From an optimization exercise on the open Yosys and OpenROAD flow, aimed at small area and few clock cycles per item; shortcuts taken in it are not production practice.
At most, simulation tests tie the RTL to the original design; equivalence was not proved.

## job 3413
// aes128_enc
module aes128_enc (
    input  wire         clk,
    input  wire         rst,         
    input  wire         start,
    input  wire [127:0] key,
    input  wire [127:0] block_in,
    output wire         ready,
    output reg          done,
    output wire [127:0] block_out
);
    reg  [7:0]  idle_q;
    wire        idle = idle_q[0];
    reg  [7:0]  rcon;
    wire        last = (rcon == 8'h36);
    reg [127:0] state;               
    reg [127:0] round_key;           
    assign ready = idle;
    wire [127:0] shifted;
    genvar r, c;
    generate
        for (c = 0; c < 4; c = c + 1) begin : g_col
            for (r = 0; r < 4; r = r + 1) begin : g_row
                assign shifted[127-8*(4*c+r) -: 8] = state[127-8*(4*(((c+r)%4))+r) -: 8];
            end
        end
    endgenerate
    assign block_out = shifted ^ round_key;
    function [7:0] xtime;
        input [7:0] a;
        xtime = {a[6:0], 1'b0} ^ (a[7] ? 8'h1b : 8'h00);
    endfunction
    wire [127:0] mixed;
    generate
        for (c = 0; c < 4; c = c + 1) begin : g_mix
            wire [7:0] a0 = shifted[127-32*c -: 8];
            wire [7:0] a1 = shifted[119-32*c -: 8];
            wire [7:0] a2 = shifted[111-32*c -: 8];
            wire [7:0] a3 = shifted[103-32*c -: 8];
            wire [7:0] p01 = a0 ^ a1;
            wire [7:0] p12 = a1 ^ a2;
            wire [7:0] p23 = a2 ^ a3;
            wire [7:0] p30 = a3 ^ a0;
            wire [7:0] t   = p01 ^ p23;
            assign mixed[127-32*c -: 8] = a0 ^ t ^ xtime(p01);
            assign mixed[119-32*c -: 8] = a1 ^ t ^ xtime(p12);
            assign mixed[111-32*c -: 8] = a2 ^ t ^ xtime(p23);
            assign mixed[103-32*c -: 8] = a3 ^ t ^ xtime(p30);
        end
    endgenerate
    wire [127:0] s_in, k_in;
    genvar g;
    generate
        for (g = 0; g < 4; g = g + 1) begin : g_in
            assign s_in[127-32*g -: 32] = idle_q[g]   ? block_in[127-32*g -: 32] : mixed[127-32*g -: 32];
            assign k_in[127-32*g -: 32] = idle_q[g+4] ? key[127-32*g -: 32]      : round_key[127-32*g -: 32];
        end
    endgenerate
    wire [127:0] x = s_in ^ k_in;
    wire [127:0] sub;
    genvar i;
    generate
        for (i = 0; i < 16; i = i + 1) begin : g_sbox
  ...
Size: ~390 I/O pins, ~32,000 um^2 of cells after synthesis.
==> module aes128_enc, before the edit <==
module aes128_enc (
    input  wire         clk,
    input  wire         rst,         
    input  wire         start,
    input  wire [127:0] key,
    input  wire [127:0] block_in,
    output wire         ready,
    output reg          done,
    output wire [127:0] block_out
);
    reg  [7:0]  idle_q;
    wire        idle = idle_q[0];
    reg  [7:0]  rcon;
    wire        last = (rcon == 8'h36);
    reg [127:0] state;               
    reg [127:0] round_key;           
    assign ready = idle;
    wire [127:0] shifted;
    genvar r, c;
    generate
        for (c = 0; c < 4; c = c + 1) begin : g_col
            for (r = 0; r < 4; r = r + 1) begin : g_row
                assign shifted[127-8*(4*c+r) -: 8] = state[127-8*(4*(((c+r)%4))+r) -: 8];
            end
        end
    endgenerate
    assign block_out = shifted ^ round_key;
    function [7:0] xtime;
        input [7:0] a;
        xtime = {a[6:0], 1'b0} ^ (a[7] ? 8'h1b : 8'h00);
    endfunction
    wire [127:0] mixed;
    generate
        for (c = 0; c < 4; c = c + 1) begin : g_mix
            wire [7:0] a0 = shifted[127-32*c -: 8];
            wire [7:0] a1 = shifted[119-32*c -: 8];
            wire [7:0] a2 = shifted[111-32*c -: 8];
            wire [7:0] a3 = shifted[103-32*c -: 8];
            wire [7:0] p01 = a0 ^ a1;
            wire [7:0] p12 = a1 ^ a2;
            wire [7:0] p23 = a2 ^ a3;
            wire [7:0] p30 = a3 ^ a0;
            wire [7:0] t   = p01 ^ p23;
            assign mixed[127-32*c -: 8] = a0 ^ t ^ xtime(p01);
            assign mixed[119-32*c -: 8] = a1 ^ t ^ xtime(p12);
            assign mixed[111-32*c -: 8] = a2 ^ t ^ xtime(p23);
            assign mixed[103-32*c -: 8] = a3 ^ t ^ xtime(p30);
        end
    endgenerate
    wire [127:0] s_in, k_in;
    genvar g;
    generate
        for (g = 0; g < 4; g = g + 1) begin : g_in
            assign s_in[127-32*g -: 32] = idle_q[g]   ? block_in[127-32*g -: 32] : mixed[127-32*g -: 32];
            assign k_in[127-32*g -: 32] = idle_q[g+4] ? key[127-32*g -: 32]      : round_key[127-32*g -: 32];
        end
    endgenerate
    wire [127:0] x = s_in ^ k_in;
    wire [127:0] sub;
    genvar i;
    generate
        for (i = 0; i < 16; i = i + 1) begin : g_sbox
            aes_sbox u_sbox (.in(x[127-8*i -: 8]), .out(sub[127-8*i -: 8]));
        end
    endgenerate
    wire [31:0] w0 = k_in[127:96];
    wire [31:0] w1 = k_in[95:64];
    wire [31:0] w2 = k_in[63:32];
    wire [31:0] w3 = k_in[31:0];
    wire [31:0] sub_rot;             
    aes_sbox u_ks0 (.in(w3[23:16]), .out(sub_rot[31:24]));
    aes_sbox u_ks1 (.in(w3[15:8]),  .out(sub_rot[23:16]));
    aes_sbox u_ks2 (.in(w3[7:0]),   .out(sub_rot[15:8]));
    aes_sbox u_ks3 (.in(w3[31:24]), .out(sub_rot[7:0]));
    wire [31:0] n0 = w0 ^ sub_rot ^ {rcon, 24'h000000};
    wire [31:0] n1 = w1 ^ n0;
    wire [31:0] n2 = w2 ^ n1;
    wire [31:0] n3 = w3 ^ n2;
    integer j;
    always @(posedge clk) begin
        for (j = 0; j < 8; j = j + 1) begin
            if (rst)
                idle_q[j] <= 1'b1;
            else if (idle_q[j])
                idle_q[j] <= !start;
            else
                idle_q[j] <= last;
        end
    end
    always @(posedge clk) begin
        if (rst) begin
            rcon <= 8'h01;
            done <= 1'b0;
        end else begin
            done <= !idle && last;
            if (idle)
                rcon <= start ? 8'h02 : 8'h01;
            else if (last)
                rcon <= 8'h01;
            else
                rcon <= xtime(rcon);
        end
    end
    always @(posedge clk) begin
        state     <= sub;
        round_key <= {n0, n1, n2, n3};
    end
endmodule
export LEC_CHECK = 0
export CAP_MARGIN = 20
export CELL_PAD_IN_SITES_DETAIL_PLACEMENT = 0
export CELL_PAD_IN_SITES_GLOBAL_PLACEMENT = 0
export CORE_MARGIN = 2
export CORE_UTILIZATION = 72
export CTS_BUF_LIST = sky130_fd_sc_hd__clkbuf_4 sky130_fd_sc_hd__clkbuf_8
export SLEW_MARGIN = 20
create_clock -name core_clock -period 8.0 [get_ports {clk}]
standard.sh (not shown) runs the stock make flow with config.mk's settings and CLKGATE_MAP_FILE= SYNTH_SCRIPT=/design/flow/synth_recipe.tcl, a recipe that flattens the netlist after the stock synthesis.
==> flow/flow/run.sh <==
#!/bin/bash
# Own layout flow: the standard flow (standard.sh) unchanged except for
# ABC's technology mapping in synthesis, which uses flow/abc_map.script
# (area-oriented mapping) in place of ORFS's speed script. Yosys's passes,
# register names, floorplan, placement, CTS, routing and finish are the
# standard flow's. Run in the standard flow's work folder: bash flow/run.sh
set -euo pipefail
W=$(pwd)
F=$W/flow

# Synthesis script: synth_recipe.tcl with the abc call's -script replaced.
{
  head -n 1 synth_recipe.tcl
  cat <<TCL
proc abc {args} {
  set i [lsearch -exact \$args -script]
  if {\$i >= 0} { lset args [expr {\$i + 1}] $F/abc_map.script }
  yosys abc {*}\$args
}
TCL
  tail -n +2 synth_recipe.tcl
} > my_synth.tcl

sed "s#$W/synth_recipe.tcl#$W/my_synth.tcl#g" standard.sh > my_standard.sh
grep -q "my_synth.tcl" my_standard.sh

bash my_standard.sh \
  ADDER_MAP_FILE= \
  BUFFER_PORTS_ARGS="-buffer_cell sky130_fd_sc_hd__buf_1" \
  CTS_ARGS="-sink_clustering_enable -repair_clock_nets -dont_use_dummy_load -sink_clustering_size 16 -sink_clustering_max_diameter 80 -buf_list {sky130_fd_sc_hd__clkbuf_4 sky130_fd_sc_hd__clkbuf_8}" \
  finish > flow_make.log 2>&1
==> flow/flow/abc_map.script <==
&get -n
&dch
&nf -R 1000
&put
Testbench counts of job 3413, summed over its fixed seeds: cycles 16,008, blocks 1,600.
## Diff of input files: job 1891 against job 3413
--- a/flow/design.v
+++ b/flow/design.v
@@ -242,9 +242,9 @@
     output wire         ready,
     output reg          done,
     output wire [127:0] block_out
 );
-    reg  [7:0]  idle_q;
+    reg  [3:0]  idle_q;
     wire        idle = idle_q[0];
     reg  [7:0]  rcon;
     wire        last = (rcon == 8'h36);
     reg [127:0] state;               
@@ -285,10 +285,10 @@
     wire [127:0] s_in, k_in;
     genvar g;
     generate
         for (g = 0; g < 4; g = g + 1) begin : g_in
-            assign s_in[127-32*g -: 32] = idle_q[g]   ? block_in[127-32*g -: 32] : mixed[127-32*g -: 32];
-            assign k_in[127-32*g -: 32] = idle_q[g+4] ? key[127-32*g -: 32]      : round_key[127-32*g -: 32];
+            assign s_in[127-32*g -: 32] = idle_q[g/2]   ? block_in[127-32*g -: 32] : mixed[127-32*g -: 32];
+            assign k_in[127-32*g -: 32] = idle_q[g/2+2] ? key[127-32*g -: 32]      : round_key[127-32*g -: 32];
         end
     endgenerate
     wire [127:0] x = s_in ^ k_in;
     wire [127:0] sub;
@@ -312,9 +312,9 @@
     wire [31:0] n2 = w2 ^ n1;
     wire [31:0] n3 = w3 ^ n2;
     integer j;
     always @(posedge clk) begin
-        for (j = 0; j < 8; j = j + 1) begin
+        for (j = 0; j < 4; j = j + 1) begin
             if (rst)
                 idle_q[j] <= 1'b1;
             else if (idle_q[j])
                 idle_q[j] <= !start;
Looking at the reports, job 1891 completed the entire flow and the layout it produced met the timing, DRC and antenna checks. In the metrics for job 3413 and job 1891, the one carrying the lower minimum period implied by the final worst setup slack is job 1891. In terms of CTS clock-pin slew for the worst setup and hold paths, job 1891 and job 3413 differ only marginally. NOTE count of multi-input combinational gates job 3413->job 1891 decreased slightly. Number of flops mapped to enable cells by yosys: job 1891 vs job 3413 identical. Job 1891 against job 3413: share of synthesized area spent on multiplexers barely changed; utilization of the core after routing neither gained nor lost much; hold slack up 0.048 ns. Job 1891 against job 3413: routability congestion estimate rose 1.4%; XOR/XNOR share of the synthesized area closely matched the old numbers; die area held steady. Of job 3413 and job 1891, the higher source-to-sink clock delay at the later pin of the worst-skew pair belongs to job 1891. Side by side, final non-filler cell area turned out lower in job 1891 than in job 3413.
No functional check of the RTL was part of job 1891.

separate check: timing with driven ports:
In the flow no input, the clock included, has a driving cell. The finished layouts below were timed again as built, in two steps.
Step 1: set_driving_cell puts a clkbuf_16 on clk and a buf_2 on each other input, an assumption about the parent block.
Step 2 adds t to the input delays and takes it off the output delays; t is the mean of the earliest and latest rising clock arrival at the registers after step 1. Input paths then give back, and output paths get back, about the clock's delay inside the block.
Three values: ideal, step 1, step 2; two values: the first two.
run | t (ns) | setup WS [ns] | clock arrival spread, ns | worst register clock-pin slew, ns | pins driven straight from the clock port
job 3413 | 0.643 | 0.732 / 0.772 / 0.128 | 0.042 / 0.041 | 0.12 / 0.12 | 1
job 1891 | 0.661 | 0.785 / 0.790 / 0.147 | 0.065 / 0.065 | 0.12 / 0.12 | 1
After both steps every run listed still meets setup and hold. For job 1891, which loses most, drivers alone change the setup slack by +0.005 ns; drivers and shift together by -0.638 ns.
